This design comes from an exercise in tuning for small area and a short achievable clock period on the open sky130 flow, not from production work. At most, simulation tests tie the RTL to the original design; equivalence was not proved. The RTL of run 8 was laid out without a check of its function. No driver is modelled on the clock port, so clocking that relies on it looks cheaper here than on a real chip. Power and IR drop assume default switching activity.

===== flow/design.v =====
module sojor_arbiter (
    input  wire        clk,
    input  wire        rst,         
    input  wire [6:0]  cfg_nth,     
    input  wire [7:0]  req,         
    input  wire [7:0]  live,        
    input  wire [7:0]  withdraw,    
    input  wire [31:0] flits,       
    input  wire        busy,        
    output reg  [7:0]  gnt,         
    output wire [2:0]  park,
    output wire        park_v,
    output wire [2:0]  hold_in,
    output wire        hold_v,
    output wire [3:0]  ratchet,     
    output wire [6:0]  gcount
);
    reg [2:0]  age_q  [0:7];
    reg [11:0] wait_q [0:7];
    reg [3:0]  rat_q;              
    reg [3:0]  len_q;              
    reg [2:0]  park_q;
    reg        park_v_q;
    reg [5:0]  gc_q;
    wire [7:0] ask     = req & live;
    wire       hv      = |rat_q;
    wire [7:0] park_oh = 8'd1 << park_q;
    wire       arb     = ~busy & ~hv;        
    wire [95:0] wait_v;
    wire [23:0] age_v;
    genvar gi;
    generate
        for (gi = 0; gi < 8; gi = gi + 1) begin : g_v
            assign wait_v[12*gi +: 12] = wait_q[gi];
            assign age_v[3*gi +: 3]    = age_q[gi];
        end
    endgenerate
    wire [7:0] wa, ww;
    sa_pick #(3)  u_pick_age  (.ask(ask), .v(age_v),  .win(wa));
    sa_pick #(12) u_pick_wait (.ask(ask), .v(wait_v), .win(ww));
    wire [6:0] nth = (cfg_nth < 7'd4)  ? 7'd4 :
                     (cfg_nth > 7'd64) ? 7'd64 : cfg_nth;
    wire [6:0] gc_inc = {1'b0, gc_q} + 7'd1;
    wire       hit    = gc_inc >= nth;
    wire [7:0] w_oh   = hit ? ww : wa;       
    wire       fw     = park_v_q && ask == park_oh;
    wire [7:0] g_arb  = w_oh & ~withdraw;    
    always @* begin
        if (rst || busy)
            gnt = 8'd0;
        else if (hv)
            gnt = ask & park_oh;
        else
            gnt = g_arb;
    end
    integer i;
    reg [2:0] g_idx;
    reg [3:0] g_flits;
    always @* begin
        g_idx   = 3'd0;
        g_flits = 4'd0;
        for (i = 0; i < 8; i = i + 1)
            if (g_arb[i]) begin
                g_idx   = g_idx | i[2:0];
                g_flits = g_flits | flits[4*i +: 4];
            end
    end
    wire       granted = |g_arb;
    wire [3:0] rat_inc = rat_q + 4'd1;
    wire [7:0] w_clr  = {8{arb}} & w_oh;                        
    wire [7:0] hold_k = {8{~busy & hv}} & park_oh;              
    wire [7:0] w_inc  = ask & ~w_clr & ~hold_k;
    wire [7:0] a_inc  = {8{arb}} & ask & ~w_oh;
    wire [95:0] wait_d;
    wire [23:0] age_d;
    generate
        for (gi = 0; gi < 8; gi = gi + 1) begin : g_cnt
            sa_count #(12) u_wait (.q(wait_q[gi]), .inc(w_inc[gi]), .clr(rst | w_clr[gi]),
                                   .d(wait_d[12*gi +: 12]));
            sa_count #(3)  u_age  (.q(age_q[gi]),  .inc(a_inc[gi]), .clr(rst | w_clr[gi]),
                                   .d(age_d[3*gi +: 3]));
        end
    endgenerate
    always @(posedge clk) begin
        for (i = 0; i < 8; i = i + 1) begin
            wait_q[i] <= wait_d[12*i +: 12];
            age_q[i]  <= age_d[3*i +: 3];
        end
        if (rst) begin
            rat_q    <= 4'd0;
            len_q    <= 4'd0;
            park_q   <= 3'd0;
            park_v_q <= 1'b0;
            gc_q     <= 6'd0;
        end else begin
            if (arb && ask != 8'd0 && !fw)
                gc_q <= hit ? 6'd0 : gc_inc[5:0];
            if (arb && granted) begin
                park_q   <= g_idx;
                park_v_q <= 1'b1;
                if (g_flits > 4'd1) begin
                    rat_q <= 4'd1;
                    len_q <= g_flits;
                end
            end
            if (!busy && hv && (ask & park_oh) != 8'd0)
                rat_q <= (rat_inc == len_q) ? 4'd0 : rat_inc;
        end
    end
    assign park    = park_q;
    assign park_v  = park_v_q;
    assign hold_in = park_q;
    assign hold_v  = hv;
    assign ratchet = rat_q;
    assign gcount  = {1'b0, gc_q};
endmodule
module sa_pick #(parameter W = 12) (
    input  wire [7:0]     ask,
    input  wire [8*W-1:0] v,
    output wire [7:0]     win
);
    function ge(input [W-1:0] a, input [W-1:0] b);
        integer k;
        reg r;
        begin
            r = 1'b1;
            for (k = 0; k < W; k = k + 1)
                r = (a[k] & ~b[k]) | (a[k] & r) | (~b[k] & r);
            ge = r;
        end
    endfunction
    wire [W-1:0] v0 = v[0*W +: W], v1 = v[1*W +: W], v2 = v[2*W +: W],
                 v3 = v[3*W +: W], v4 = v[4*W +: W], v5 = v[5*W +: W],
                 v6 = v[6*W +: W], v7 = v[7*W +: W];
    wire c10 = ge(v1, v0), c20 = ge(v2, v0), c21 = ge(v2, v1);
    wire c43 = ge(v4, v3), c53 = ge(v5, v3), c54 = ge(v5, v4);
    wire c76 = ge(v7, v6);
    wire [7:0] p;
    assign p[0] = ask[0] & (~ask[1] | ~c10) & (~ask[2] | ~c20);
    assign p[1] = ask[1] & (~ask[0] |  c10) & (~ask[2] | ~c21);
    assign p[2] = ask[2] & (~ask[0] |  c20) & (~ask[1] |  c21);
    assign p[3] = ask[3] & (~ask[4] | ~c43) & (~ask[5] | ~c53);
    assign p[4] = ask[4] & (~ask[3] |  c43) & (~ask[5] | ~c54);
    assign p[5] = ask[5] & (~ask[3] |  c53) & (~ask[4] |  c54);
    assign p[6] = ask[6] & (~ask[7] | ~c76);
    assign p[7] = ask[7] & (~ask[6] |  c76);
    wire any_a = |ask[2:0], any_b = |ask[5:3], any_c = |ask[7:6];
    wire [W-1:0] va = ({W{p[0]}} & v0) | ({W{p[1]}} & v1) | ({W{p[2]}} & v2);
    wire [W-1:0] vb = ({W{p[3]}} & v3) | ({W{p[4]}} & v4) | ({W{p[5]}} & v5);
    wire [W-1:0] vc = ({W{p[6]}} & v6) | ({W{p[7]}} & v7);
    wire cba = ge(vb, va), cca = ge(vc, va), ccb = ge(vc, vb);
    wire sel_a = any_a & ~(any_b & cba) & ~(any_c & cca);
    wire sel_b = any_b & cba & ~(any_c & ccb);
    wire sel_c = any_c & cca & ccb;
    assign win = p & {{2{sel_c}}, {3{sel_b}}, {3{sel_a}}};
endmodule
module sa_count #(parameter W = 12) (
    input  wire [W-1:0] q,
    input  wire         inc,
    input  wire         clr,
    output wire [W-1:0] d
);
    wire [W:0] c;
    assign c[0] = inc & ~&q;
    genvar k;
    generate
        for (k = 0; k < W; k = k + 1) begin : g_k
            assign d[k]   = ~clr & (q[k] ^ c[k]);
            assign c[k+1] = q[k] & c[k];
        end
    endgenerate
endmodule

===== flow/flow/run.sh =====
#!/bin/bash
# Own layout flow: the standard flow with two changes.
# 1. Synthesis is the standard one except for the ABC script used to map the
#    logic (flow/map.abc, an area-oriented mapping); registers are untouched.
# 2. Ports get plain buffers (buf_1) in place of the delay buffers that
#    buffer_ports picks by default.
# Each tool's output goes to a log file in this folder.
set -euo pipefail
W=$(pwd)
# synthesis script: synth_recipe.tcl with ABC's script replaced
{
  head -n 1 synth_recipe.tcl
  cat <<'EOT'
proc abc {args} {
  set i [lsearch -exact $args -script]
  if {$i >= 0} { set args [lreplace $args $i [expr {$i + 1}]] }
  set i [lsearch -exact $args -D]
  if {$i >= 0} { set args [lreplace $args $i [expr {$i + 1}]] }
  yosys abc -script $::env(FLOW_ABC_SCRIPT) {*}$args
}
EOT
  tail -n +2 synth_recipe.tcl
} > own_synth.tcl
export FLOW_ABC_SCRIPT=$W/flow/map.abc
sed "s|synth_recipe.tcl|own_synth.tcl|g" standard.sh > own_synth.sh
bash own_synth.sh synth > synth.log 2>&1
export BUFFER_PORTS_ARGS="-buffer_cell sky130_fd_sc_hd__buf_1"
bash standard.sh > standard.log 2>&1

===== flow/flow/map.abc =====
strash; &get -n; &fraig -x; &put; scorr; dc2; strash; &get -n; &syn2; &dch -f; &nf; &put

===== flow/standard.sh =====
#!/bin/bash
# synth_recipe.tcl (not shown) runs the flow's synth.tcl, then flattens the netlist and writes it again
# the make line also repeats each setting of config.mk as NAME=value (left out here)
make -C /OpenROAD-flow-scripts/flow DESIGN_CONFIG=/design/flow/config.mk WORK_HOME=/design/flow/orfs CLKGATE_MAP_FILE= SYNTH_SCRIPT=/design/flow/synth_recipe.tcl "${@:-finish}"

===== flow/config.mk =====
export PLATFORM = sky130hd
export DESIGN_NAME = sojor_arbiter
export DESIGN_NICKNAME = sojor_arbiter
export VERILOG_FILES = /design/flow/design.v
export SDC_FILE = /design/flow/constraint.sdc
export NUM_CORES = 4
export LEC_CHECK = 0
export ABC_AREA = 1
export CAP_MARGIN = 20
export CORE_MARGIN = 2
export CORE_UTILIZATION = 40
export CTS_BUF_LIST = sky130_fd_sc_hd__clkbuf_4 sky130_fd_sc_hd__clkbuf_8
export SLEW_MARGIN = 20

===== flow/constraint.sdc =====
create_clock -name core_clock -period 28.0 [get_ports {clk}]
set_input_delay 5.6000 -clock core_clock [delete_from_list [all_inputs] [get_ports {clk}]]
set_output_delay 5.6000 -clock core_clock [all_outputs]
set_load 0.01 [all_outputs]

==> flow_summary.yaml, run 1 <==
setup_path:
  crit_chain: "buf_1, nand2_1, clkinv_1, o221a_1, nor3_1, buf_4, a222oi_1, nor2b_1, o31a_1, o21ai_0, a21oi_1, o221ai_1, a21oi_1, o31ai_1, o2111ai_1, o22a_1, nor2_1, nor2_1, nor2_1, buf_1"
  crit_required_ns: 22.40
  timing_worst_setup_path_type: "in2out"
  worst_setup_path_start_kind: "input pin"
  critical_path.max_fanout: 15
  critPathCaptureType: "primary output"
  critical-path-max-stage-delay_ns: 0.57
  crit_top_cell: "nor2_1"
  r2r_slack_ns: 20.12
  crit_arrival_ns: 9.77
  worst_path_max_delay_cell: "a222oi_1"
place:
  gp_congestion: 0.978
  placedCellCount: 1434
  dp_slack_ns: 12.76
  hpwlAfterDp_um: 20800
  placed_cell_area_sq_um: 9880
  total_of_buffers_placed_on_input_and_output_ports: 91
route:
  route.detailed.vias_per_inst: 6.01
  num_vias: 8804
  wl_per_cell_um: 18.7
  drtIter0Drc: 923
  antenna_violating_nets_post_route: 0
  post-route-drc-count: 0
  detail_route.first_pass.iterations: 9
  finalWirelength_um: 27300
power_and_ir_drop:
  p_comb_share_pct: 12.9
  power.share.clock_pct: 40.8
  power.share.switching_pct: 28.2
  share_seq_of_total_power_pct: 46.2
  leak_nw: 4.21
  p_switching_mw: 0.126
  worst_ir_drop_vdd_v: 0.0000206
  cellPowerDensity_nw_per_um2: 43.4
  design_internal_power_mw: 0.321
clocking:
  clock-sinks: 138
  ctsLongestPathBuffers: 2
  clk_transition_reported_paths_ns: 0.09
  clock-root-buffer: "clkbuf_8"
  tritoncts: "yes"
  cts_hold_repair.buffers: 0
  numCtsBuffers: 17
  clk-insertion-delay-late_ns: 0.47
  ctsResizeCount: 0
  h_tree_lvl_count: 4
  post_cts_buffers: 0
synthesis:
  synth_compound_area_share_pct: 24.2
  synth.distinct_cells: 49
  synth_enable_flop_cells: 0
  largest_family_of_logic_cells_by_synthesized_area: "compound AO/OA/AOI/OAI gates"
  synth_simple_gate_area_share_pct: 21.3
  count_of_yosys_warnings_during_synthesis: 7
  register_bit_total_from_synthesis: 138
  syn-num-nets: 1243
  dominantRegCellSynth: "dfxtp_1"
  syn_inst: 1055
  synth.mux.area_fraction_pct: 0.219
  avgSynthCellArea_sq_um: 8.68
  adder_cell_share_of_the_synthesized_area_pct: 17.8
  postSynth.asyncResetShare_pct: 0
  seq_area_frac_synth_pct: 30.2
  synthXorXnorAreaFrac_pct: 2.49
  mappedNetlistArea_sq_um: 9160
sta:
  worst_pin_slew_ns: 0.966
  finalCriticalPeriod_ns: 15.37
  fmax_mhz: 65.1
  setup_viol: 0
  tns_ns: 0
  slew_headroom_pct: 35.0
  timing.final.max_slew_violations: 0
  final_hold_viol_count: 0
  rsz0062_at_grt: "no"
  worst_clock_skew_ns: 0.0204
  final_min_period_over_clock_period_pct: 54.9
  fin_ws_ns: 12.63
floorplan:
  core_sq_um: 22600
  io_pins: 93
  start_util_pct: 40.6
  die_height_um: 155
  fp_rows: 55
  die_width_um: 155
  design.die.area_sq_um: 24100
layout:
  nFillCells: 2262
  final_layout_size_suffix_gt1_share_pct: 3.31
  final-instance-count-excl-fill: 1465
  layout.cells.most_common: "dfxtp_1"
  mostFrequentLayoutCells: "138 x dfxtp_1, 122 x ha_1, 113 x and2_0, 90 x buf_1, 87 x clkinv_1"
  final_cell_area_sq_um: 10300
  ff_latch_area_sq_um: 2760
  n_antenna_cell: 0
  layout.core_utilization_pct: 45.7
  flow.area_growth_from_synthesis_pct: 12.6
  multiInputGateArea_sq_um: 6040
  nets: 1356
grt:
  grt_pass1_wl_um: 43300
  grt_util_met3_pct: 3.90
  grt_antenna_before_repair: 0
  grt_max_degree: 44
  grt_overflow: 0
  grt_pass1_vias: 8054
  grt_busiest_layer: "met2"
  grt.total_usage_pct: 22.6
  groute.layer.met1.usage_pct: 30.7
  global_route.usage.met2_pct: 35.7
run_status:
  status: "timing/DRC/antenna clean"
worst_hold_path:
  hold_path_class: "reg2reg"
flow_run:
  maxCapViolations: 0
==> power by group through the flow <==
| stage | registers, mW | clock network (mW) | logic [mW] |
|---|---|---|---|
| 2_1_floorplan | 0.209 | 0 | 0.0372 |
| 3_3_place_gp | 0.211 | 0 | 0.0561 |
| 3_5_place_dp | 0.211 | 0 | 0.0566 |
| 4_1_cts | 0.207 | 0.186 | 0.0571 |
| 5_1_grt | 0.207 | 0.195 | 0.0644 |
| 6_report | 0.207 | 0.183 | 0.0579 |
==> routing by layer <==
| metal | vias up | routed length, um |
|---|---|---|
| li1 | 4249 | - |
| met1 | 4084 | 12600 |
| met2 | 400 | 12000 |
| met3 | 71 | 1940 |
| met4 | 0 | 839 |
| met5 | - | 0 |
==> Yosys cell counts (all sizes together) (8+ instances only) <==
library cell	number	area, sq um
a222oi	38	380
clkinv	87	327
nor2	83	312
nand3	8	40.0
ha	122	1530
o221ai	8	70.1
a22o	19	166
nor4	10	62.6
nand4	24	150
nor3	28	140
maj3	10	100
a31oi	13	81.3
a221oi	13	114
a21oi	26	130
a22oi	45	338
and3	10	62.6
xnor2	19	166
nand2b	19	119
nand2	49	184
dfxtp	138	2760
and2	113	707
nor2b	21	131
o21ai	32	160
o22ai	40	250
==> cell families (layout without fill, tap and decap cells) <==
family          after synthesis  after routing
simple gates                370            370
compound gates              295            295
flops                       138            138
fa+ha+maj                   132            132
buf+inv                      91            216
xor+xnor                     26             26
mux                           2              2
other cells                   1              1
==> layout make-up <==
cell class                      count  share of cell area [%]
Tap cell                          285                    3.46
Timing Repair Buffer               98                    3.84
Sequential cell                   138                    26.8
Inverter                           87                    3.17
Clock buffer                       20                    2.49
Multi-Input combinational cell    826                    58.6
Clock inverter                     11                    1.67
==> worst paths after layout <==
path,start,to,cells after the start
max,req[1],gnt[3],20
min,len_q[1],len_q[1],2
min reg2reg,len_q[1],len_q[1],2
max reg2reg,wait_q[1][1],wait_q[3][11],34
==> critical path: cells and delay by family <==
family | cells | cell delay (ns)
AOI/OAI and AO/OA | 10 | 2.47
and+or+nand+nor | 6 | 1.11
buffers and inverters | 4 | 0.58
==> sequential cells by signal, summed over array words and instances (netlist names) <==
register  cells
age_q        24
rat_q         4
gc_q          6
wait_q       96
park_q        3
park_v_q      1
len_q         4
==> per-stage QoR <==
stage	power, mW	hold WS, ns
2_1_floorplan	0.246	0.485
3_3_place_gp	0.267	0.510
3_5_place_dp	0.268	0.510
4_1_cts	0.450	0.533
5_1_grt	0.466	0.573
6_report	0.447	0.527
==> inputs of run 2 (changes only) <==
==> flow/flow/map.abc (replaced) <==
strash; &get -n; &fraig -x; &put; scorr; dc2; dretime; strash; &get -n; &dch -f; &nf; &put
==> run 2 against run 1 <==
  * Non-clock buffer count fell by 4
  * Critical path depth decreased by 3
  * Maximum frequency decreased by 1.3%
  * Sequential power is essentially flat
  * Synthesized cell count grew 5.5%
  * Combinational power is 19% higher
  * Sequential share of layout area down 0.56 points
  * Routed wire length is 2.9% higher
  * Sequential cell count is the same
  * Die area rose by 2.8%
  * Register-to-register slack lost 0.24 ns
  * Global-route usage is essentially flat
  * Critical endpoint is now gnt[4]
  * Largest cell class unchanged
==> flow_summary.yaml, run 2 <==
run_status:
  status: "timing/DRC/antenna clean"
layout:
  mostFrequentLayoutCells: "138 x dfxtp_1, 122 x ha_1, 118 x and2_0, 98 x clkinv_1, 90 x buf_1"
  flow.area_growth_from_synthesis_pct: 11.8
  n_antenna_cell: 0
  max_flop_register: "wait_q"
  layout.cells.most_common: "dfxtp_1"
  final_layout_size_suffix_gt1_share_pct: 2.91
  leading_registers_by_flop_count: "wait_q: 96 flops, age_q: 24 flops, gc_q: 6 flops"
  max_reg_flops: 96
  nets: 1410
sta:
  finalCriticalPeriod_ns: 15.58
  tns_ns: 0
  worst_pin_slew_ns: 1.05
  worst_clock_skew_ns: 0.0161
  final_hold_viol_count: 0
  fin_ws_ns: 12.42
  timing.final.max_slew_violations: 0
  final_min_period_over_clock_period_pct: 55.6
  slew_headroom_pct: 30.0
  rsz0062_at_grt: "no"
  setup_viol: 0
  fmax_mhz: 64.2
route:
  antenna_violating_nets_post_route: 0
  num_vias: 9070
  finalWirelength_um: 28100
  post-route-drc-count: 0
  drtIter0Drc: 812
  detail_route.first_pass.iterations: 7
  route.detailed.vias_per_inst: 5.84
  wl_per_cell_um: 18.1
power_and_ir_drop:
  design_internal_power_mw: 0.300
  power.share.clock_pct: 37.0
  power.share.switching_pct: 31.9
  p_switching_mw: 0.141
  cellPowerDensity_nw_per_um2: 41.8
  worst_ir_drop_vdd_v: 0.0000230
  share_seq_of_total_power_pct: 47.4
  leak_nw: 4.28
  p_comb_share_pct: 15.6
clocking:
  cts_hold_repair.buffers: 0
  clk-insertion-delay-late_ns: 0.47
  clk_transition_reported_paths_ns: 0.09
  ctsResizeCount: 0
  h_tree_lvl_count: 4
  clock-root-buffer: "clkbuf_8"
  ctsLongestPathBuffers: 2
  post_cts_buffers: 0
  tritoncts: "yes"
  numCtsBuffers: 17
  clock-sinks: 138
setup_path:
  worst_setup_path_start_kind: "input pin"
  crit_chain: "buf_1, nand2_1, o21ai_0, nor2_1, a222oi_1, a221oi_1, o211ai_1, a21oi_1, o21ai_0, a21oi_1, o21a_1, a211o_1, nand3b_1, a21oi_1, nor2_1, nor2_1, buf_1"
  critPathCaptureType: "primary output"
  crit_arrival_ns: 9.98
  critical-path-max-stage-delay_ns: 0.67
  timing_worst_setup_path_type: "in2out"
  r2r_slack_ns: 19.88
  cpLargestDelayFamily: "compound AO/OA/AOI/OAI gates"
  cp.buffers_inverters: 2
  critical_path.max_fanout: 9
  critical_path.reg2reg.startpoint: "wait_q[0][2]"
  critical_path.reg2reg.endpoint: "wait_q[3][11]"
  crit_required_ns: 22.40
  timing.reg2reg.worst_path_depth: 33
  worst_path_max_delay_cell: "a21oi_1"
synthesis:
  synth_top_cells_by_count: "138 x dfxtp_1, 122 x ha_1, 118 x and2_0"
  synth_enable_flop_cells: 0
  syn-num-nets: 1301
  register_bit_total_from_synthesis: 138
  mappedNetlistArea_sq_um: 9420
  dominantRegCellSynth: "dfxtp_1"
  synth_largest_area_cell: "dfxtp_1"
  count_of_yosys_warnings_during_synthesis: 7
  syn_inst: 1113
  synth_largest_type_area_fraction_pct: 29.3
  seq_area_frac_synth_pct: 29.3
  post-synth-top-count-cell: "dfxtp_1"
  synth.distinct_cells: 56
  postSynth.asyncResetShare_pct: 0
  avgSynthCellArea_sq_um: 8.46
  most_area_consuming_cells_after_synthesis: "dfxtp_1 29%, ha_1 16%, and2_0 7.8%"
worst_hold_path:
  hold_path_class: "reg2reg"
  worst_hold_path.endpoint: "len_q[0]"
  min_delay_path_depth: 2
  holdCritStartpoint: "len_q[0]"
floorplan:
  core_sq_um: 23300
  io_pins: 93
  design.die.area_sq_um: 24800
  die_height_um: 157
  die_width_um: 157
  fp_rows: 56
  start_util_pct: 40.5
place:
  hpwlAfterDp_um: 21800
  gp_congestion: 0.899
  total_of_buffers_placed_on_input_and_output_ports: 91
  dp_slack_ns: 12.56
grt:
  grt.total_usage_pct: 22.6
  grt_overflow: 0
  grt_busiest_layer: "met2"
  grt_pass1_wl_um: 44100
  grt_antenna_before_repair: 0
  grt_pass1_vias: 8382
  grt_max_degree: 44
  groute.layer.met1.usage_pct: 28.8
  global_route.usage.met2_pct: 39.3
  grt_util_met3_pct: 3.96
flow_run:
  maxCapViolations: 0
## run 2: area by class of cell
cell class	instances	area, sq um
Fill cell	2375	12700
Multi-Input combinational cell	873	6260
Sequential cell	138	2760
Tap cell	319	399
Inverter	98	368
Timing Repair Buffer	94	365
Clock buffer	18	241
Clock inverter	14	135
## run 2: through the flow
step | power [mW] | hold slack (ns) | instance area, sq um | std cells | util, %
detailed placement | 0.281 | 0.465 | 10200 | 1522 | 43.6
CTS | 0.442 | 0.482 | 10500 | 1554 | 45.3
global placement | 0.281 | 0.460 | 10200 | 1522 | 43.6
finish | 0.440 | 0.482 | 10500 | 1554 | 45.3
global route | 0.459 | 0.527 | 10500 | 1554 | 45.3
floorplan | 0.256 | 0.433 | 9420 | 1113 | -
## run 2: worst max-delay path by stage
stage                    start      to  slack [ns]  cells past startpoint
floorplan           cfg_nth[5]  gnt[3]       13.49                     18
global placement        req[5]  gnt[4]       12.69                     18
detailed placement      req[0]  gnt[4]       12.56                     17
CTS                     req[0]  gnt[4]       12.51                     17
global route            req[0]  gnt[4]       11.95                     17
finish                  req[0]  gnt[4]       12.42                     17
## run 2: power by group through the flow
stage	sequential [mW]	clock, mW	combinational (mW)
after floorplan	0.211	0	0.0448
after global placement	0.213	0	0.0677
after detailed placement	0.213	0	0.0676
after CTS	0.208	0.166	0.0683
after global routing	0.209	0.174	0.0762
final	0.209	0.163	0.0688
## run 2: tightest hold or removal path, stage by stage, from the launching register on
cell      delay, ns
dfxtp_1        0.33
clkinv_1       0.05
a211oi_1       0.05
## run 2: cell families after synthesis
family | synth area share (%)
simple gates | 22.3
compound gates | 24.1
flops | 29.3
fa+ha+maj | 17.6
buf+inv | 4.22
xor+xnor | 2.42
other cells | 0.0398
## run 2: per-layer routing
metal | up-vias | wire [um]
li1 | 4411 | -
met3 | 55 | 1670
met1 | 4285 | 12500
met2 | 319 | 13400
met5 | - | 0
met4 | 0 | 582
==> inputs of run 3 (changes only) <==
--- a/flow/flow/run.sh
+++ b/flow/flow/run.sh
@@ -1,10 +1,11 @@
 #!/bin/bash
-# Own layout flow: the standard flow with two changes.
-# 1. Synthesis is the standard one except for the ABC script used to map the
+# Own layout flow: the standard flow with three changes.
+# 1. Synthesis is the standard one except for the ABC script that maps the
 #    logic (flow/map.abc, an area-oriented mapping); registers are untouched.
 # 2. Ports get plain buffers (buf_1) in place of the delay buffers that
 #    buffer_ports picks by default.
-# Each tool's output goes to a log file in this folder.
+# 3. After CTS, flow/post_cts.tcl upsizes cells on the slowest paths a little.
+# Each tool's output goes to a log file of its own in this folder.
 set -euo pipefail
 W=$(pwd)
 # synthesis script: synth_recipe.tcl with ABC's script replaced
@@ -25,4 +26,5 @@
 sed "s|synth_recipe.tcl|own_synth.tcl|g" standard.sh > own_synth.sh
 bash own_synth.sh synth > synth.log 2>&1
 export BUFFER_PORTS_ARGS="-buffer_cell sky130_fd_sc_hd__buf_1"
+export POST_CTS_TCL=$W/flow/post_cts.tcl
 bash standard.sh > standard.log 2>&1
==> flow/flow/post_cts.tcl (new file) <==
# Upsize cells (and swap pins) on the slowest paths, aiming a little above the
# worst slack after CTS, then legalize the placement again.
log_cmd estimate_parasitics -placement
set wns [worst_slack -max]
set margin [expr {$wns + 0.7}]
puts "post_cts: worst slack $wns, sizing to margin $margin"
log_cmd repair_timing -setup -setup_margin $margin -sequence "sizeup,swap" -verbose
set result [catch { detailed_placement } msg]
if { $result != 0 } {
  error "Detailed placement failed after post-CTS sizing: $msg"
}
check_placement -verbose
log_cmd estimate_parasitics -placement
puts "post_cts: worst slack now [worst_slack -max]"
==> run 3 against run 2 <==
  * First-iteration DRC count down 7.1%
  * Combinational power increased by 3.3%
  * Routed wire length grew 0.27%
==> flow_summary.yaml, run 3 <==
run_status:
  status: "timing/DRC/antenna clean"
synthesis:
  avgSynthCellArea_sq_um: 8.46
  syn_inst: 1113
  count_of_yosys_warnings_during_synthesis: 7
  postSynth.asyncResetShare_pct: 0
  syn-num-nets: 1301
  dominantRegCellSynth: "dfxtp_1"
  post-synth-top-count-cell: "dfxtp_1"
  synth.distinct_cells: 56
  most_area_consuming_cells_after_synthesis: "dfxtp_1 29%, ha_1 16%, and2_0 7.8%"
  synth_largest_type_area_fraction_pct: 29.3
  seq_area_frac_synth_pct: 29.3
  register_bit_total_from_synthesis: 138
  synth_top_cells_by_count: "138 x dfxtp_1, 122 x ha_1, 118 x and2_0"
  synth_largest_area_cell: "dfxtp_1"
  synth_enable_flop_cells: 0
  mappedNetlistArea_sq_um: 9420
grt:
  grt_pass1_vias: 8430
  grt_antenna_before_repair: 0
  grt.total_usage_pct: 22.7
  grt_overflow: 0
  grt_max_degree: 44
  grt_pass1_wl_um: 44300
sta:
  worst_pin_slew_ns: 0.910
  timing.final.max_slew_violations: 0
  finalCriticalPeriod_ns: 14.86
  final_hold_viol_count: 0
  slew_headroom_pct: 39.1
  tns_ns: 0
  setup_viol: 0
  worst_clock_skew_ns: 0.0144
  final_min_period_over_clock_period_pct: 53.1
  fmax_mhz: 67.3
  rsz0062_at_grt: "no"
layout:
  leading_registers_by_flop_count: "wait_q: 96 flops, age_q: 24 flops, gc_q: 6 flops"
  nets: 1410
  layout.core_utilization_pct: 45.7
  max_reg_flops: 96
  mostFrequentLayoutCells: "138 x dfxtp_1, 122 x ha_1, 114 x and2_0, 96 x clkinv_1, 90 x buf_1"
  final_layout_size_suffix_gt1_share_pct: 5.02
  max_flop_register: "wait_q"
  final_cell_area_sq_um: 10600
  layout.cells.most_common: "dfxtp_1"
  n_antenna_cell: 0
  nFillCells: 2376
  flow.area_growth_from_synthesis_pct: 13.0
power_and_ir_drop:
  leak_nw: 4.30
  cellPowerDensity_nw_per_um2: 41.6
  worst_ir_drop_vdd_v: 0.0000231
floorplan:
  die_width_um: 157
  core_sq_um: 23300
  fp_rows: 56
  io_pins: 93
  die_height_um: 157
  start_util_pct: 40.5
  design.die.area_sq_um: 24800
clocking:
  tritoncts: "yes"
  clk-insertion-delay-late_ns: 0.47
  clock-sinks: 138
  clk_transition_reported_paths_ns: 0.09
place:
  placed_cell_area_sq_um: 10200
  total_of_buffers_placed_on_input_and_output_ports: 91
  gp_congestion: 0.899
  hpwlAfterDp_um: 21800
setup_path:
  critPathCaptureType: "primary output"
  crit_arrival_ns: 9.26
  critical_path.max_fanout: 8
  worst_setup_path_start_kind: "input pin"
  timing_worst_setup_path_type: "in2out"
  crit_required_ns: 22.40
worst_hold_path:
  hold_path_class: "reg2reg"
flow_run:
  maxCapViolations: 0
route:
  antenna_violating_nets_post_route: 0
  num_vias: 9072
  detail_route.first_pass.iterations: 5
  drtIter0Drc: 754
  post-route-drc-count: 0
  wl_per_cell_um: 18.2
  finalWirelength_um: 28200
  route.detailed.vias_per_inst: 5.84
## run 3: cell counts after synthesis
No cell type changed its count.
## run 3: path summary, 6_finish.rpt
path         slack, ns    startpoint             to  cells after the start
max reg2reg      20.38  wait_q[0][2]  wait_q[4][11]                     33
min               0.48      len_q[0]       len_q[0]                      2
min reg2reg       0.48      len_q[0]       len_q[0]                      2
max              13.14        req[5]         gnt[4]                     18
## run 3: cell families after synthesis
| kind of cell | after synthesis | share of synthesized area [%] |
|---|---|---|
| and+or+nand+nor | 394 | 22.3 |
| adders and majority gates | 135 | 17.6 |
| other | 1 | 0.0398 |
| xor gates and xnor gates | 26 | 2.42 |
| DFF | 138 | 29.3 |
| AOI/OAI and AO/OA | 317 | 24.1 |
| buffers and inverters | 102 | 4.22 |
## run 3: final cells by class
| type | count | area (sq um) | area share, % |
|---|---|---|---|
| flip-flops and latches | 138 | 2760 | 26.0 |
| inverters | 98 | 368 | 3.46 |
| clock inverters | 14 | 135 | 1.27 |
| repair buffers | 94 | 365 | 3.43 |
| multi-input cells | 873 | 6370 | 59.9 |
| clock buffers | 18 | 241 | 2.27 |
| well taps | 319 | 399 | 3.75 |
## run 3: metrics by stage
step / hold slack (ns) / cells / total power [mW] / worst slack [ns]
2_1_floorplan: 0.433 / 1113 / 0.256 / 13.49
3_3_place_gp: 0.460 / 1522 / 0.281 / 12.69
3_5_place_dp: 0.465 / 1522 / 0.281 / 12.56
5_1_grt: 0.527 / 1554 / 0.461 / 12.64
6_report: 0.482 / 1554 / 0.443 / 13.14
## run 3: per-layer routing
metal	GRT usage, %	share of wire, %	up-vias	wire (um)
li1	-	-	4411	-
met5	0	0	-	0
met1	28.8	44	4274	12500
met4	6.93	2.4	0	687
met2	39.3	47	327	13300
met3	4.05	6.0	60	1680
## run 3: power by group
| part | total [mW] | switching, mW | internal [mW] |
|---|---|---|---|
| sequential | 0.209 | 0.00772 | 0.201 |
| clock | 0.163 | 0.0901 | 0.0731 |
| combinational | 0.0711 | 0.0445 | 0.0266 |
| total | 0.443 | 0.142 | 0.301 |
## run 3: critical path, stage by stage
cell      delay, ns
buf_1          0.07
nand2_1        0.15
clkinv_1       0.26
a21oi_1        0.36
a32oi_1        0.20
a21bo_1        0.23
a221o_1        0.33
a31o_1         0.18
a21o_1         0.15
a21o_1         0.16
a21oi_1        0.12
o22ai_1        0.15
a211o_1        0.37
nand3b_1       0.24
a21oi_4        0.32
nor2_1         0.08
nor2_1         0.11
buf_1          0.18
==> inputs of run 4 (changes only) <==
==> flow/flow/map.abc (replaced) <==
strash; &get -n; &fraig -x; &put; scorr; dc2; strash; &get -n; &syn2; &dch -f; &nf; &put
==> run 4 against run 3 <==
  * Largest cell class unchanged
  * Count of clock-buffer cells in the layout grew 2
  * Clock power grew 12%
  * Sequential share of layout area grew 0.44 points
  * Highest routed layer unchanged
  * Critical path depth grew 1
  * Still clean on timing, DRC and antenna
  * Design area shrank 1.7%
==> flow_summary.yaml, run 4 <==
layout:
  leading_registers_by_flop_count: "wait_q: 96 flops, age_q: 24 flops, gc_q: 6 flops"
  n_antenna_cell: 0
  nFillCells: 2253
  layout.core_utilization_pct: 46.4
  max_reg_flops: 96
  ff_latch_area_sq_um: 2760
  multiInputGateArea_sq_um: 6180
  final_layout_size_suffix_gt1_share_pct: 6.78
  max_flop_register: "wait_q"
  layout.cells.most_common: "dfxtp_1"
  flow.area_growth_from_synthesis_pct: 14.3
  nets: 1356
  mostFrequentLayoutCells: "138 x dfxtp_1, 122 x ha_1, 112 x and2_0, 84 x buf_1, 83 x clkinv_1"
floorplan:
  die_height_um: 155
  start_util_pct: 40.6
  fp_rows: 55
  die_width_um: 155
  io_pins: 93
  design.die.area_sq_um: 24100
  core_sq_um: 22600
route:
  detail_route.first_pass.iterations: 9
  antenna_violating_nets_post_route: 0
  finalWirelength_um: 27400
  wl_per_cell_um: 18.7
  num_vias: 8857
  post-route-drc-count: 0
  route.detailed.vias_per_inst: 6.05
  drtIter0Drc: 965
place:
  hpwlAfterDp_um: 20800
  gp_congestion: 0.978
  total_of_buffers_placed_on_input_and_output_ports: 91
worst_hold_path:
  holdCritStartpoint: "len_q[1]"
  hold_path_class: "reg2reg"
  min_delay_path_depth: 2
synthesis:
  syn_inst: 1055
  syn-num-nets: 1243
  postSynth.asyncResetShare_pct: 0
  most_area_consuming_cells_after_synthesis: "dfxtp_1 30%, ha_1 17%, and2_0 7.7%"
  post-synth-top-count-cell: "dfxtp_1"
  seq_area_frac_synth_pct: 30.2
  count_of_yosys_warnings_during_synthesis: 7
  register_bit_total_from_synthesis: 138
  avgSynthCellArea_sq_um: 8.68
  synth_largest_area_cell: "dfxtp_1"
  synth_top_cells_by_count: "138 x dfxtp_1, 122 x ha_1, 113 x and2_0"
  mappedNetlistArea_sq_um: 9160
  synth.distinct_cells: 49
  synth_enable_flop_cells: 0
  synth_largest_type_area_fraction_pct: 30.2
  dominantRegCellSynth: "dfxtp_1"
power_and_ir_drop:
  worst_ir_drop_vdd_v: 0.0000207
  power.share.switching_pct: 28.4
  design_internal_power_mw: 0.322
  power.share.clock_pct: 40.6
  leak_nw: 4.26
  p_comb_share_pct: 13.4
  share_seq_of_total_power_pct: 45.9
  p_switching_mw: 0.128
  cellPowerDensity_nw_per_um2: 43.0
setup_path:
  cp.buffers_inverters: 4
  crit_arrival_ns: 9.16
  worst_setup_path_start_kind: "input pin"
  crit_cells: 19
  crit_chain: "buf_1, nand2_1, clkinv_1, a221oi_1, buf_4, a222oi_1, nor2b_1, o31a_1, o21ai_1, a21oi_1, o221ai_1, a21oi_1, o31ai_2, o2111ai_2, o22a_1, nor2_4, nor2_1, nor2_1, buf_2"
  critical_path.max_fanout: 17
  worst_path_max_delay_cell: "a222oi_1"
  cpLargestDelayFamily: "compound AO/OA/AOI/OAI gates"
  timing.reg2reg.worst_path_depth: 34
  crit_required_ns: 22.40
  timing_worst_setup_path_type: "in2out"
  critical-path-max-stage-delay_ns: 0.63
  critical_path.reg2reg.startpoint: "wait_q[1][1]"
  cp-startpoint: "req[2]"
  critPathCaptureType: "primary output"
sta:
  worst_clock_skew_ns: 0.0203
  finalCriticalPeriod_ns: 14.76
  final_hold_viol_count: 0
  worst_pin_slew_ns: 0.956
  final_min_period_over_clock_period_pct: 52.7
  setup_viol: 0
  rsz0062_at_grt: "no"
  slew_headroom_pct: 35.7
  tns_ns: 0
  timing.final.max_slew_violations: 0
  fmax_mhz: 67.8
grt:
  grt_overflow: 0
  grt.total_usage_pct: 22.8
  grt_pass1_wl_um: 43600
  grt_antenna_before_repair: 0
  grt_max_degree: 44
  grt_pass1_vias: 8105
clocking:
  clk-insertion-delay-late_ns: 0.47
  clock-sinks: 138
  tritoncts: "yes"
  clk_transition_reported_paths_ns: 0.09
run_status:
  status: "timing/DRC/antenna clean"
flow_run:
  maxCapViolations: 0
-- run 4: cell families (layout without fill, tap and decap cells) --
| group | count (synthesis) | in the layout | share of synthesized area [%] |
|---|---|---|---|
| flip-flops | 138 | 138 | 30.2 |
| multiplexers | 2 | 2 | 0.219 |
| AO/OA/AOI/OAI | 295 | 295 | 24.2 |
| buffers and inverters | 91 | 216 | 3.89 |
| AND/OR/NAND/NOR | 370 | 370 | 21.3 |
| adder cells (fa/ha/maj) | 132 | 132 | 17.8 |
| other | 1 | 1 | 0.0409 |
| XOR/XNOR | 26 | 26 | 2.49 |
-- run 4: power by group through the flow --
stage	Sequential, mW	Combinational [mW]	Clock, mW
final	0.207	0.0605	0.183
after detailed placement	0.211	0.0566	0
after global placement	0.211	0.0561	0
after global routing	0.207	0.0671	0.195
after floorplan	0.209	0.0372	0
-- run 4: through the flow --
stage / total power [mW] / cells / instance area [sq um] / setup WS, ns / hold slack, ns
after floorplan: 0.246 / 1055 / 9160 / 13.06 / 0.485
after global placement: 0.267 / 1434 / 9880 / 12.86 / 0.510
after detailed placement: 0.268 / 1434 / 9880 / 12.76 / 0.510
after global routing: 0.469 / 1465 / 10500 / 12.93 / 0.573
final: 0.450 / 1465 / 10500 / 13.24 / 0.529
-- run 4: metal layers --
layer / global-route usage (%) / wire length, um
met1: 31.0 / 12600
met5: 0 / 0
met4: 8.87 / 793
met3: 3.70 / 1890
met2: 36.2 / 12200
-- run 4: path summary, 6_finish.rpt --
check        slack, ns       endpoint
max              13.24         gnt[3]
min               0.53       len_q[1]
max reg2reg      20.33  wait_q[5][11]
min reg2reg       0.53       len_q[1]
-- run 4: cell type report --
type,count,share of cell area [%]
multi-input cells,826,59.1
flip-flops and latches,138,26.4
repair buffers,98,3.85
well taps,285,3.41
inverters,87,3.15
clock buffers,20,2.45
clock inverters,11,1.65
-- run 4: worst register-to-register path: cells and delay by family (launching register included) --
family                   cells  cell delay, ns
AO/OA/AOI/OAI               15            3.67
adder cells (fa/ha/maj)     11            2.26
AND/OR/NAND/NOR              6            0.81
flip-flops                   1            0.51
buffers and inverters        1            0.20
XOR/XNOR                     1            0.13
==> inputs of run 5 (changes only) <==
--- a/flow/design.v
+++ b/flow/design.v
@@ -38,10 +38,11 @@
     wire [7:0] wa, ww;
     sa_pick #(3)  u_pick_age  (.ask(ask), .v(age_v),  .win(wa));
     sa_pick #(12) u_pick_wait (.ask(ask), .v(wait_v), .win(ww));
-    wire [6:0] nth = (cfg_nth < 7'd4)  ? 7'd4 :
-                     (cfg_nth > 7'd64) ? 7'd64 : cfg_nth;
-    wire [6:0] gc_inc = {1'b0, gc_q} + 7'd1;
-    wire       hit    = gc_inc >= nth;
+    wire [6:0] gp     = {1'b0, gc_q} + 7'd1;
+    wire       hit    = cfg_nth[6]          ? gp[6] :
+                        cfg_nth[5:2] == 4'd0 ? gp >= 7'd4 :
+                                               gp >= {1'b0, cfg_nth[5:0]};
+    wire [6:0] gc_inc = gp;
     wire [7:0] w_oh   = hit ? ww : wa;       
     wire       fw     = park_v_q && ask == park_oh;
     wire [7:0] g_arb  = w_oh & ~withdraw;    
@@ -60,7 +61,7 @@
         g_idx   = 3'd0;
         g_flits = 4'd0;
         for (i = 0; i < 8; i = i + 1)
-            if (g_arb[i]) begin
+            if (w_oh[i]) begin
                 g_idx   = g_idx | i[2:0];
                 g_flits = g_flits | flits[4*i +: 4];
             end
==> flow/flow/map.abc (replaced) <==
strash; &get -n; &fraig -x; &put; scorr; dc2; strash; &get -n; &syn3; &dch -f; &nf; &put
==> run 5 against run 4 <==
  * Sequential cell count unchanged
  * Global-route usage decreased by 0.061 points
  * Sequential power about the same
  * Final cell count increased by 2.1%
  * Die area grew 1.6%
  * Worst hold slack worse by 0.0048 ns
  * Utilization down 0.39 points
  * Setup slack worse by 0.14 ns
  * Count of clock-buffer cells in the layout is 1 lower
  * Area after synthesis up 1.7%
  * Largest cell class unchanged
  * Highest routed layer unchanged
==> flow_summary.yaml, run 5 <==
floorplan:
  start_util_pct: 41.0
  design.die.area_sq_um: 24500
  die_height_um: 157
  fp_rows: 55
  io_pins: 93
  die_width_um: 157
  core_sq_um: 22700
power_and_ir_drop:
  total_power_mw: 0.416
  p_switching_mw: 0.127
  power.share.clock_pct: 35.9
  share_seq_of_total_power_pct: 49.6
  design_internal_power_mw: 0.289
  p_comb_share_pct: 14.5
  power.share.switching_pct: 30.5
  leak_nw: 4.23
  worst_ir_drop_vdd_v: 0.0000245
  cellPowerDensity_nw_per_um2: 39.9
route:
  num_vias: 8915
  finalWirelength_um: 27600
  detail_route.first_pass.iterations: 8
  route.detailed.vias_per_inst: 5.96
  antenna_violating_nets_post_route: 0
  post-route-drc-count: 0
  wl_per_cell_um: 18.4
  drtIter0Drc: 974
sta:
  fin_worst_hold_slack_ns: 0.524
  worst_pin_slew_ns: 0.924
  final_hold_viol_count: 0
  final_min_period_over_clock_period_pct: 53.2
  rsz0062_at_grt: "no"
  setup_viol: 0
  finalCriticalPeriod_ns: 14.90
  fmax_mhz: 67.1
  timing.final.max_slew_violations: 0
  worst_clock_skew_ns: 0.0139
  slew_headroom_pct: 36.8
  tns_ns: 0
synthesis:
  syn-num-nets: 1274
  synth_largest_type_area_fraction_pct: 29.7
  dominantRegCellSynth: "dfxtp_1"
  synth_largest_area_cell: "dfxtp_1"
  post-synth-top-count-cell: "dfxtp_1"
  syn_inst: 1086
  synth_enable_flop_cells: 0
  mappedNetlistArea_sq_um: 9310
  most_area_consuming_cells_after_synthesis: "dfxtp_1 30%, ha_1 16%, and2_0 8.0%"
  count_of_yosys_warnings_during_synthesis: 7
  seq_area_frac_synth_pct: 29.7
  synth.distinct_cells: 54
  register_bit_total_from_synthesis: 138
  avgSynthCellArea_sq_um: 8.57
  postSynth.asyncResetShare_pct: 0
  synth_top_cells_by_count: "138 x dfxtp_1, 122 x ha_1, 119 x and2_0"
clocking:
  clock-sinks: 138
  clk_transition_reported_paths_ns: 0.08
  clk-insertion-delay-late_ns: 0.45
  tritoncts: "yes"
setup_path:
  crit_required_ns: 22.40
  worst_setup_path_start_kind: "input pin"
  crit_arrival_ns: 9.30
  critical_path.max_fanout: 14
  timing_worst_setup_path_type: "in2out"
  critPathCaptureType: "primary output"
grt:
  grt_antenna_before_repair: 0
  grt_overflow: 0
  grt_pass1_vias: 8134
  grt_pass1_wl_um: 43900
  grt_max_degree: 44
  grt.total_usage_pct: 22.7
layout:
  final_layout_size_suffix_gt1_share_pct: 4.62
  layout.cells.most_common: "dfxtp_1"
  flow.area_growth_from_synthesis_pct: 12.1
  n_antenna_cell: 0
  layout.core_utilization_pct: 46.0
  max_flop_register: "wait_q"
  max_reg_flops: 96
  nets: 1387
  mostFrequentLayoutCells: "138 x dfxtp_1, 122 x ha_1, 113 x and2_0, 93 x clkinv_1, 89 x buf_1"
  leading_registers_by_flop_count: "wait_q: 96 flops, age_q: 24 flops, gc_q: 6 flops"
flow_run:
  maxCapViolations: 0
place:
  gp_congestion: 0.930
  total_of_buffers_placed_on_input_and_output_ports: 91
  hpwlAfterDp_um: 21800
worst_hold_path:
  hold_path_class: "reg2reg"
run_status:
  status: "timing/DRC/antenna clean"
run 5: stage by stage:
| stage | cell area (sq um) | std cells | worst slack [ns] |
|---|---|---|---|
| floorplan | 9310 | 1086 | 13.28 |
| global placement | 10000 | 1465 | 12.67 |
| detailed placement | 10000 | 1465 | 12.55 |
| global route | 10400 | 1496 | 12.76 |
| finish | 10400 | 1496 | 13.10 |
run 5: cell type report:
class / instances / area, sq um
Multi-Input combinational cell: 850 / 6210
Fill cell: 2306 / 12300
Clock buffer: 19 / 262
Inverter: 94 / 355
Timing Repair Buffer: 98 / 397
Sequential cell: 138 / 2760
Tap cell: 285 / 357
Clock inverter: 12 / 91.3
run 5: routing by layer:
layer  track usage (%)  part of all wire, %  vias to the layer above
li1                  -                    -                     4361
met1              32.2                   46                     4204
met2              34.8                   44                      309
met3              4.35                  7.5                       41
met4              7.08                  2.1                        0
met5                 0                    0                        -
run 5: path summary, 6_finish.rpt:
kind / slack, ns / cells past startpoint / to / start
setup reg to reg: 20.01 / 34 / wait_q[0][11] / wait_q[1][1]
setup / recovery: 13.10 / 19 / gnt[2] / req[6]
hold / removal: 0.52 / 2 / gc_q[4] / gc_q[4]
hold reg to reg: 0.52 / 2 / gc_q[4] / gc_q[4]
run 5: logic make-up after synthesis:
family / count (synthesis) / synth area share [%]
simple gates: 384 / 22.0
compound gates: 310 / 24.6
flops: 138 / 29.7
fa+ha+maj: 128 / 17.0
buf+inv: 98 / 4.11
xor+xnor: 26 / 2.45
other cells: 1 / 0.0403
mux: 1 / 0.108
run 5: power groups by stage:
stage	Combinational [mW]	Clock (mW)	Sequential, mW
2_1_floorplan	0.0383	0	0.209
3_3_place_gp	0.0582	0	0.211
3_5_place_dp	0.0582	0	0.211
5_1_grt	0.0675	0.164	0.207
6_report	0.0603	0.149	0.207
run 5: worst max-delay path, cell delays in order:
cell and delay, ns:
buf_1 0.06, nand2_1 0.16, a21oi_1 0.15, o21ai_0 0.12, and2_2 0.31, a22o_1 0.31
a31oi_1 0.20, o221ai_1 0.15, a222oi_1 0.29, o221ai_1 0.17, a21oi_1 0.15, o21ai_0 0.10
a31oi_1 0.26, o21ai_0 0.29, o31ai_2 0.38, buf_4 0.24, a21oi_1 0.08, nor2_1 0.11
buf_1 0.17
==> inputs of run 6 (changes only) <==
==> flow/flow/map.abc (replaced) <==
strash; &get -n; &fraig -x; &put; scorr; dc2; strash; &get -n; &syn2; &dch -f; &nf -R 1000; &put
==> run 6 against run 5 <==
  * Maximum frequency shrank 1.2%
  * Sequential power is essentially flat
  * Design area shrank 0.57%
  * Worst hold slack lost 0.011 ns
  * Clock skew grew 0.0061 ns
  * First-iteration DRC count shrank 20%
  * Still clean
  * Die area shrank 2.2%
  * Area after synthesis shrank 2.2%
  * Synthesized cell count shrank 1.4%
==> flow_summary.yaml, run 6 <==
layout:
  leading_registers_by_flop_count: "wait_q: 96 flops, age_q: 24 flops, gc_q: 6 flops"
  max_reg_flops: 96
  mostFrequentLayoutCells: "138 x dfxtp_1, 122 x ha_1, 113 x and2_0, 91 x clkinv_1, 88 x buf_1"
  flow.area_growth_from_synthesis_pct: 14.0
  layout.cells.most_common: "dfxtp_1"
  final_layout_size_suffix_gt1_share_pct: 5.42
  nets: 1374
  final_cell_area_sq_um: 10400
  nFillCells: 2216
  final-instance-count-excl-fill: 1484
  ff_latch_area_sq_um: 2760
  multiInputGateArea_sq_um: 6000
  max_flop_register: "wait_q"
  n_antenna_cell: 0
flow_run:
  maxCapViolations: 0
synthesis:
  count_of_yosys_warnings_during_synthesis: 7
  postSynth.asyncResetShare_pct: 0
  most_area_consuming_cells_after_synthesis: "dfxtp_1 30%, ha_1 17%, and2_0 7.8%"
  post-synth-top-count-cell: "dfxtp_1"
  mappedNetlistArea_sq_um: 9100
  synth_top_cells_by_count: "138 x dfxtp_1, 122 x ha_1, 113 x and2_0"
  seq_area_frac_synth_pct: 30.4
  synth_largest_type_area_fraction_pct: 30.4
  syn-num-nets: 1259
  synth_enable_flop_cells: 0
  synth.distinct_cells: 46
  dominantRegCellSynth: "dfxtp_1"
  synth_largest_area_cell: "dfxtp_1"
  avgSynthCellArea_sq_um: 8.50
  register_bit_total_from_synthesis: 138
  syn_inst: 1071
clocking:
  clock-sinks: 138
  clk-insertion-delay-late_ns: 0.47
  tritoncts: "yes"
  clk_transition_reported_paths_ns: 0.09
floorplan:
  fp_rows: 55
  start_util_pct: 40.4
  die_height_um: 155
  die_width_um: 155
  design.die.area_sq_um: 24000
  io_pins: 93
  core_sq_um: 22500
worst_hold_path:
  min_delay_path_depth: 2
  hold_path_class: "reg2reg"
  holdCritStartpoint: "gc_q[4]"
  worst_hold_path.endpoint: "gc_q[4]"
place:
  placed_cell_area_sq_um: 9840
  hpwlAfterDp_um: 20200
  gp_congestion: 0.913
  total_of_buffers_placed_on_input_and_output_ports: 91
  placedCellCount: 1452
sta:
  fmax_mhz: 66.3
  timing.final.max_slew_violations: 0
  worst_pin_slew_ns: 1.02
  fin_worst_hold_slack_ns: 0.513
  rsz0062_at_grt: "no"
  slew_headroom_pct: 32.3
  final_min_period_over_clock_period_pct: 53.9
  tns_ns: 0
  worst_clock_skew_ns: 0.0199
  finalCriticalPeriod_ns: 15.08
  final_hold_viol_count: 0
  setup_viol: 0
setup_path:
  crit_top_cell: "a21oi_1"
  crit_chain: "buf_1, nand2_2, inv_4, a221oi_2, buf_4, a222oi_1, nor3_1, o21ai_1, a21oi_1, maj3_2, maj3_2, o21ai_1, o221ai_1, a21oi_1, o221ai_1, a21oi_2, o211ai_1, inv_2, a22oi_2, or2_0, a21oi_1, buf_2"
  cpLargestDelayFamily: "compound AO/OA/AOI/OAI gates"
  crit_required_ns: 22.40
  critPathCaptureType: "primary output"
  cp.buffers_inverters: 5
  critical_path.reg2reg.endpoint: "wait_q[5][11]"
  r2r_slack_ns: 19.69
  critical_path.max_fanout: 12
  timing.reg2reg.worst_path_depth: 43
  critical-path-max-stage-delay_ns: 0.55
  worst_path_max_delay_cell: "a222oi_1"
  timing_worst_setup_path_type: "in2out"
  critical_path.reg2reg.startpoint: "wait_q[0][1]"
  crit_arrival_ns: 9.48
  worst_setup_path_start_kind: "input pin"
grt:
  grt_pass1_vias: 8166
  grt_antenna_before_repair: 0
  grt_overflow: 0
  grt_max_degree: 44
  grt_pass1_wl_um: 42300
  grt.total_usage_pct: 21.9
run_status:
  status: "timing/DRC/antenna clean"
power_and_ir_drop:
  leak_nw: 4.26
  total_power_mw: 0.473
  worst_ir_drop_vdd_v: 0.0000225
  cellPowerDensity_nw_per_um2: 45.5
route:
  antenna_violating_nets_post_route: 0
  route.detailed.vias_per_inst: 5.83
  wl_per_cell_um: 17.6
  post-route-drc-count: 0
  finalWirelength_um: 26100
  detail_route.first_pass.iterations: 13
  drtIter0Drc: 782
  num_vias: 8650
run 6: changes by cell type in the layout (fill, tap and decap cells not counted), moves of 8 or more:
| cell | before | now |
|---|---|---|
| o22ai_1 | 31 | 44 |
| a21oi_1 | 33 | 46 |
| a221oi_1 | 10 | 33 |
| nor4_1 | 9 | 19 |
| nand3_1 | 22 | 14 |
| a222oi_1 | 34 | 24 |
| nor2b_1 | 15 | 4 |
| nand2_1 | 63 | 78 |
| a22oi_1 | 54 | 36 |
run 6: worst register-to-register path: cells and delay by family, from the launching register on:
family | cells | cell delay [ns]
compound gates | 20 | 3.54
fa+ha+maj | 13 | 2.81
flops | 1 | 0.42
buf+inv | 2 | 0.28
simple gates | 7 | 1.08
xor+xnor | 1 | 0.12
run 6: logic make-up (layout without fill, tap and decap cells):
| kind of cell | after synthesis | count (layout) | synth area share, % |
|---|---|---|---|
| AND/OR/NAND/NOR | 388 | 388 | 22.4 |
| AO/OA/AOI/OAI | 285 | 285 | 22.4 |
| flip-flops | 138 | 138 | 30.4 |
| adder cells (fa/ha/maj) | 131 | 131 | 17.8 |
| buffers and inverters | 100 | 228 | 4.29 |
| XOR/XNOR | 26 | 26 | 2.50 |
| multiplexers | 2 | 2 | 0.220 |
| other | 1 | 1 | 0.0412 |
run 6: metrics by stage:
| stage | util [%] | setup WS [ns] |
|---|---|---|
| floorplan | - | 12.80 |
| global placement | 43.7 | 12.65 |
| detailed placement | 43.7 | 12.51 |
| global route | 46.1 | 12.56 |
| finish | 46.1 | 12.92 |
run 6: layout make-up:
cell class,instances,area share [%]
clock buffer,18,2.33
clock inverter,14,2.33
inverter,96,3.52
multi-input combinational,833,57.8
sequential,138,26.6
tap,285,3.44
timing repair buffer,100,3.98
run 6: power by group:
| group | total (mW) | internal [mW] | leakage, nW | switching [mW] |
|---|---|---|---|---|
| combinational | 0.0620 | 0.0240 | 2.90 | 0.0380 |
| clock | 0.204 | 0.117 | 0.242 | 0.0874 |
| sequential | 0.206 | 0.200 | 1.11 | 0.00637 |
run 6: routing by layer:
layer | global-route usage (%) | share of wire (%) | vias to the layer above | wire [um]
li1 | - | - | 4279 | -
met1 | 27.4 | 45 | 3998 | 11700
met2 | 38.1 | 47 | 314 | 12300
met3 | 3.39 | 4.7 | 59 | 1230
met4 | 8.29 | 3.0 | 0 | 770
met5 | 0 | 0 | - | 0
run 6: how the worst max path moves through the flow:
stage	to	slack (ns)	from	cells after the start
after floorplan	gnt[4]	12.80	req[3]	20
after global placement	gnt[1]	12.65	req[1]	21
after detailed placement	gnt[1]	12.51	req[0]	21
after global routing	gnt[1]	12.56	req[4]	20
final	gnt[4]	12.92	live[0]	22
==> inputs of run 7 (changes only) <==
==> flow/flow/map.abc (replaced) <==
strash; &get -n; &fraig -x; &put; scorr; dc2; dretime; strash; &get -n; &dch -f; &nf; &put
==> run 7 against run 6 <==
  * Sequential power hardly changed
  * Clock skew shrank 0.0020 ns
  * Global-route usage is 0.57 points higher
  * Sequential cell count stayed put
  * Critical endpoint is now gnt[5]
  * Area after synthesis up 2.9%
  * Routed wire length up 4.6%
  * First-iteration DRC count shrank 5.8%
  * Highest routed layer unchanged
  * Die area up 2.9%
==> flow_summary.yaml, run 7 <==
run_status:
  status: "timing/DRC/antenna clean"
synthesis:
  post-synth-top-count-cell: "dfxtp_1"
  syn_inst: 1107
  synth_largest_type_area_fraction_pct: 29.5
  count_of_yosys_warnings_during_synthesis: 7
  dominantRegCellSynth: "dfxtp_1"
  postSynth.asyncResetShare_pct: 0
  synth.distinct_cells: 53
  register_bit_total_from_synthesis: 138
  syn-num-nets: 1295
  mappedNetlistArea_sq_um: 9370
  synth_enable_flop_cells: 0
  synth_top_cells_by_count: "138 x dfxtp_1, 122 x ha_1, 119 x and2_0"
  synth_largest_area_cell: "dfxtp_1"
  most_area_consuming_cells_after_synthesis: "dfxtp_1 29%, ha_1 16%, and2_0 7.9%"
  avgSynthCellArea_sq_um: 8.46
  seq_area_frac_synth_pct: 29.5
setup_path:
  critPathCaptureType: "primary output"
  critical-path-max-stage-delay_ns: 0.61
  critical_path.reg2reg.endpoint: "wait_q[7][11]"
  crit_top_cell: "a21oi_1"
  critical_path.max_fanout: 11
  cpLargestDelayFamily: "compound AO/OA/AOI/OAI gates"
  cp-startpoint: "req[1]"
  cp.buffers_inverters: 3
  worst_path_max_delay_cell: "a222oi_1"
  critical_path.reg2reg.startpoint: "wait_q[3][2]"
  worst_setup_path_start_kind: "input pin"
  timing_worst_setup_path_type: "in2out"
  crit_chain: "buf_1, nand2_1, o31ai_2, nor2_2, a222oi_1, a221o_1, a21oi_1, o21ai_0, a21oi_1, o21ai_0, a32o_1, nand2_1, o31ai_1, buf_4, a21oi_1, nor3_1, buf_1"
  crit_required_ns: 22.40
  crit_cells: 17
  r2r_slack_ns: 20.13
  timing.reg2reg.worst_path_depth: 34
  crit_arrival_ns: 9.28
power_and_ir_drop:
  power.share.switching_pct: 32.9
  leak_nw: 4.30
  p_comb_share_pct: 16.1
  share_seq_of_total_power_pct: 47.8
  cellPowerDensity_nw_per_um2: 41.3
  design_internal_power_mw: 0.293
  power.share.clock_pct: 36.2
  p_switching_mw: 0.144
  worst_ir_drop_vdd_v: 0.0000232
sta:
  slew_headroom_pct: 31.4
  worst_clock_skew_ns: 0.0179
  finalCriticalPeriod_ns: 14.88
  final_hold_viol_count: 0
  final_min_period_over_clock_period_pct: 53.1
  timing.final.max_slew_violations: 0
  setup_viol: 0
  fmax_mhz: 67.2
  rsz0062_at_grt: "no"
  tns_ns: 0
  worst_pin_slew_ns: 1.02
place:
  total_of_buffers_placed_on_input_and_output_ports: 91
  placed_cell_area_sq_um: 10100
  hpwlAfterDp_um: 21000
  gp_congestion: 0.972
  placedCellCount: 1517
clocking:
  tritoncts: "yes"
  clk-insertion-delay-late_ns: 0.47
  clock-sinks: 138
  clk_transition_reported_paths_ns: 0.09
worst_hold_path:
  holdCritStartpoint: "len_q[2]"
  hold_path_class: "reg2reg"
  min_delay_path_depth: 2
  worst_hold_path.endpoint: "len_q[2]"
layout:
  nets: 1411
  nFillCells: 2361
  max_flop_register: "wait_q"
  final_cell_area_sq_um: 10600
  final-instance-count-excl-fill: 1549
  leading_registers_by_flop_count: "wait_q: 96 flops, age_q: 24 flops, gc_q: 6 flops"
  flow.area_growth_from_synthesis_pct: 12.8
  n_antenna_cell: 0
  max_reg_flops: 96
  layout.core_utilization_pct: 46.2
  final_layout_size_suffix_gt1_share_pct: 4.77
  layout.cells.most_common: "dfxtp_1"
  mostFrequentLayoutCells: "138 x dfxtp_1, 122 x ha_1, 117 x and2_0, 92 x clkinv_1, 89 x buf_1"
grt:
  grt_max_degree: 44
  grt_pass1_vias: 8209
  grt.total_usage_pct: 22.5
  grt_pass1_wl_um: 43800
  grt_overflow: 0
  grt_antenna_before_repair: 0
floorplan:
  core_sq_um: 22800
  fp_rows: 55
  die_height_um: 157
  design.die.area_sq_um: 24700
  start_util_pct: 41.0
  die_width_um: 157
  io_pins: 93
route:
  route.detailed.vias_per_inst: 5.77
  wl_per_cell_um: 17.6
  antenna_violating_nets_post_route: 0
  post-route-drc-count: 0
  drtIter0Drc: 737
  num_vias: 8945
  detail_route.first_pass.iterations: 9
  finalWirelength_um: 27300
flow_run:
  maxCapViolations: 0
run 7: cell types whose count changed in the layout (fill, tap and decap cells not counted), moves of 9 or more:
cell	previous run	this run
o21ai_0	29	19
nand2_1	78	87
a221oi_1	33	9
nor2_1	59	50
maj3_1	7	16
nor2b_1	4	18
run 7: area by class of cell:
type	instances	area [sq um]	area share, %
Timing Repair Buffer	101	419	3.97
Inverter	95	360	3.41
Sequential cell	138	2760	26.1
Clock inverter	14	129	1.22
Clock buffer	18	241	2.29
Tap cell	313	392	3.71
Multi-Input combinational cell	870	6260	59.3
run 7: worst max-delay path by stage:
stage / endpoint / slack [ns]
finish: gnt[5] / 13.12
floorplan: gnt[1] / 13.01
detailed placement: gnt[0] / 12.56
global placement: gnt[0] / 12.67
global route: gnt[1] / 12.82
run 7: per-layer routing:
layer	global-route usage [%]	routed length (um)	vias to the layer above
met5	0	0	-
met2	36.1	12200	346
met3	5.12	1840	44
met1	30.5	12700	4156
met4	5.93	486	0
li1	-	-	4399
run 7: power groups by stage:
stage          sequential, mW  clock [mW]  combinational (mW)
2_1_floorplan           0.211           0              0.0448
3_3_place_gp            0.213           0              0.0676
3_5_place_dp            0.213           0              0.0680
5_1_grt                 0.209       0.172              0.0783
6_report                0.208       0.158              0.0702
run 7: through the flow:
stage	hold WS [ns]	setup WS, ns	total power, mW
final	0.470	13.12	0.437
after global placement	0.457	12.67	0.281
after floorplan	0.438	13.01	0.256
after detailed placement	0.461	12.56	0.281
after global routing	0.487	12.82	0.460
run 7: worst reg2reg max path: cells and delay by family (launching register included):
kind / cells / cell delay (ns)
xor+xnor: 1 / 0.13
flops: 1 / 0.41
buf+inv: 1 / 0.15
fa+ha+maj: 11 / 2.25
compound gates: 15 / 3.51
simple gates: 6 / 1.31
run 7: cells by family after synthesis:
family                   synth area share (%)
AND/OR/NAND/NOR                          23.6
XOR/XNOR                                 2.43
buffers and inverters                    4.13
flip-flops                               29.5
other                                  0.0400
AO/OA/AOI/OAI                            22.3
adder cells (fa/ha/maj)                  18.0
==> inputs of run 8 (changes only) <==
--- a/flow/design.v
+++ b/flow/design.v
@@ -36,7 +36,7 @@
         end
     endgenerate
     wire [7:0] wa, ww;
-    sa_pick #(3)  u_pick_age  (.ask(ask), .v(age_v),  .win(wa));
+    sa_pick_elim #(3) u_pick_age (.ask(ask), .v(age_v), .win(wa));
     sa_pick #(12) u_pick_wait (.ask(ask), .v(wait_v), .win(ww));
     wire [6:0] gp     = {1'b0, gc_q} + 7'd1;
     wire       hit    = cfg_nth[6]          ? gp[6] :
@@ -171,3 +171,29 @@
         end
     endgenerate
 endmodule
+module sa_pick_elim #(parameter W = 3) (
+    input  wire [7:0]     ask,
+    input  wire [8*W-1:0] v,
+    output wire [7:0]     win
+);
+    reg [7:0] c, b;
+    reg       any;
+    integer   k, i;
+    always @* begin
+        c = ask;
+        for (k = W - 1; k >= 0; k = k - 1) begin
+            for (i = 0; i < 8; i = i + 1)
+                b[i] = v[W*i + k];
+            any = |(c & b);
+            c   = c & (b | {8{~any}});
+        end
+    end
+    assign win[7] = c[7];
+    assign win[6] = c[6] & ~c[7];
+    assign win[5] = c[5] & ~|c[7:6];
+    assign win[4] = c[4] & ~|c[7:5];
+    assign win[3] = c[3] & ~|c[7:4];
+    assign win[2] = c[2] & ~|c[7:3];
+    assign win[1] = c[1] & ~|c[7:2];
+    assign win[0] = c[0] & ~|c[7:1];
+endmodule
==> run 8 against run 7 <==
  * Critical path type unchanged
  * Count of clock-buffer cells in the layout decreased by 1
  * Register-to-register slack worse by 0.28 ns
  * Synthesized cell count decreased by 1.8%
==> flow_summary.yaml, run 8 <==
run_status:
  status: "timing/DRC/antenna clean"
setup_path:
  timing.reg2reg.worst_path_depth: 34
  critical_path.max_fanout: 11
  crit_required_ns: 22.40
  crit_chain: "buf_1, nand2_1, inv_2, a222oi_1, and4_4, nor2_1, nor2_1, a222oi_1, nand2_1, nor2_4, o221a_1, a222oi_1, and4_2, o21ai_1, nand3_1, nand4b_1, o32a_1, o21ai_0, o211a_1, buf_1"
  worst_setup_path_start_kind: "input pin"
  crit_arrival_ns: 9.56
  timing_worst_setup_path_type: "in2out"
  cp-startpoint: "req[6]"
  worst_path_max_delay_cell: "o32a_1"
  critPathCaptureType: "primary output"
  r2r_slack_ns: 19.85
synthesis:
  syn_inst: 1087
  synth_largest_area_cell: "dfxtp_1"
  seq_area_frac_synth_pct: 29.8
  post-synth-top-count-cell: "dfxtp_1"
  mappedNetlistArea_sq_um: 9260
  postSynth.asyncResetShare_pct: 0
  count_of_yosys_warnings_during_synthesis: 7
  avgSynthCellArea_sq_um: 8.52
layout:
  flow.area_growth_from_synthesis_pct: 13.0
  layout.cells.most_common: "dfxtp_1"
  leading_registers_by_flop_count: "wait_q: 96 flops, age_q: 24 flops, gc_q: 6 flops"
  mostFrequentLayoutCells: "138 x dfxtp_1, 122 x ha_1, 118 x and2_0, 90 x buf_1, 84 x clkinv_1"
  layout.core_utilization_pct: 46.1
  max_reg_flops: 96
  final_layout_size_suffix_gt1_share_pct: 4.45
route:
  met2_length_um: 12800
  m1_wire_length_um: 12500
  wl_per_cell_um: 18.4
  route.detailed.vias_per_inst: 5.82
  highest_layer: "met4"
place:
  total_of_buffers_placed_on_input_and_output_ports: 91
  gp_congestion: 0.922
sta:
  finalCriticalPeriod_ns: 15.16
  tns_ns: 0
  slew_headroom_pct: 34.4
  worst_clock_skew_ns: 0.0193
  timing.final.max_slew_violations: 0
  fmax_mhz: 66.0
clocking:
  tritoncts: "yes"
  clk-insertion-delay-late_ns: 0.47
  clock-sinks: 138
grt:
  grt_antenna_before_repair: 0
  grt_pass1_wl_um: 43400
  grt.total_usage_pct: 22.8
floorplan:
  die_width_um: 156
  fp_rows: 55
power_and_ir_drop:
  cellPowerDensity_nw_per_um2: 44.6
[run 8: worst min-delay path by stage]
stage                           to  slack, ns      from  cells after the start
after detailed placement  len_q[3]       0.47  len_q[3]                      2
after floorplan           len_q[3]       0.45  len_q[3]                      2
final                     len_q[3]       0.49  len_q[3]                      2
after global routing      len_q[2]       0.54  len_q[2]                      2
after global placement    len_q[3]       0.47  len_q[3]                      2
[run 8: kinds of logic (layout without fill, tap and decap cells)]
| logic type | count (synthesis) | in the layout | synth area share (%) |
|---|---|---|---|
| simple gates | 421 | 421 | 24.8 |
| compound gates | 286 | 286 | 22.3 |
| flops | 138 | 138 | 29.8 |
| fa+ha+maj | 124 | 124 | 16.7 |
| buf+inv | 91 | 218 | 3.85 |
| xor+xnor | 26 | 26 | 2.46 |
| other cells | 1 | 1 | 0.0405 |
[run 8: worst min-delay path, delay by kind of cell (launching register included)]
kind,cells,cell delay (ns)
and+or+nand+nor,1,0.07
AOI/OAI and AO/OA,1,0.05
DFF,1,0.33
[run 8: metal layers]
| metal | vias up | global-route usage [%] |
|---|---|---|
| met2 | 327 | 38.3 |
| li1 | 4317 | - |
| met4 | 0 | 8.56 |
| met1 | 4033 | 29.3 |
| met3 | 52 | 3.78 |
| met5 | - | 0 |
[run 8: final cells by class]
type,instances,area (sq um),share of cell area [%]
Inverter,87,330,3.16
Timing Repair Buffer,100,410,3.92
Clock inverter,14,200,1.91
Clock buffer,17,234,2.23
Sequential cell,138,2760,26.4
Multi-Input combinational cell,858,6170,59.0
Tap cell,285,357,3.41
[run 8: power by group]
part           total, mW  switching [mW]  leakage [nW]  internal [mW]
registers          0.210         0.00866          1.12          0.201
clock network      0.181          0.0844         0.208         0.0969
logic             0.0759          0.0472          3.01         0.0287
total              0.467           0.140          4.33          0.327
[run 8: per-stage QoR]
stage,setup slack [ns],instances,hold slack [ns],power [mW]
2_1_floorplan,13.08,1087,0.452,0.260
3_3_place_gp,12.29,1468,0.473,0.288
3_5_place_dp,12.20,1468,0.472,0.289
5_1_grt,12.49,1499,0.536,0.489
6_report,12.84,1499,0.490,0.467

Re-timed with assumed drivers on the ports (clkbuf_16 on the clock, buf_2 on other inputs), run 8 has 12.822 ns of setup slack against 12.843 ns with ideal ports, and 12.822 ns once port delays also move by the mid clock arrival of 0.508 ns.
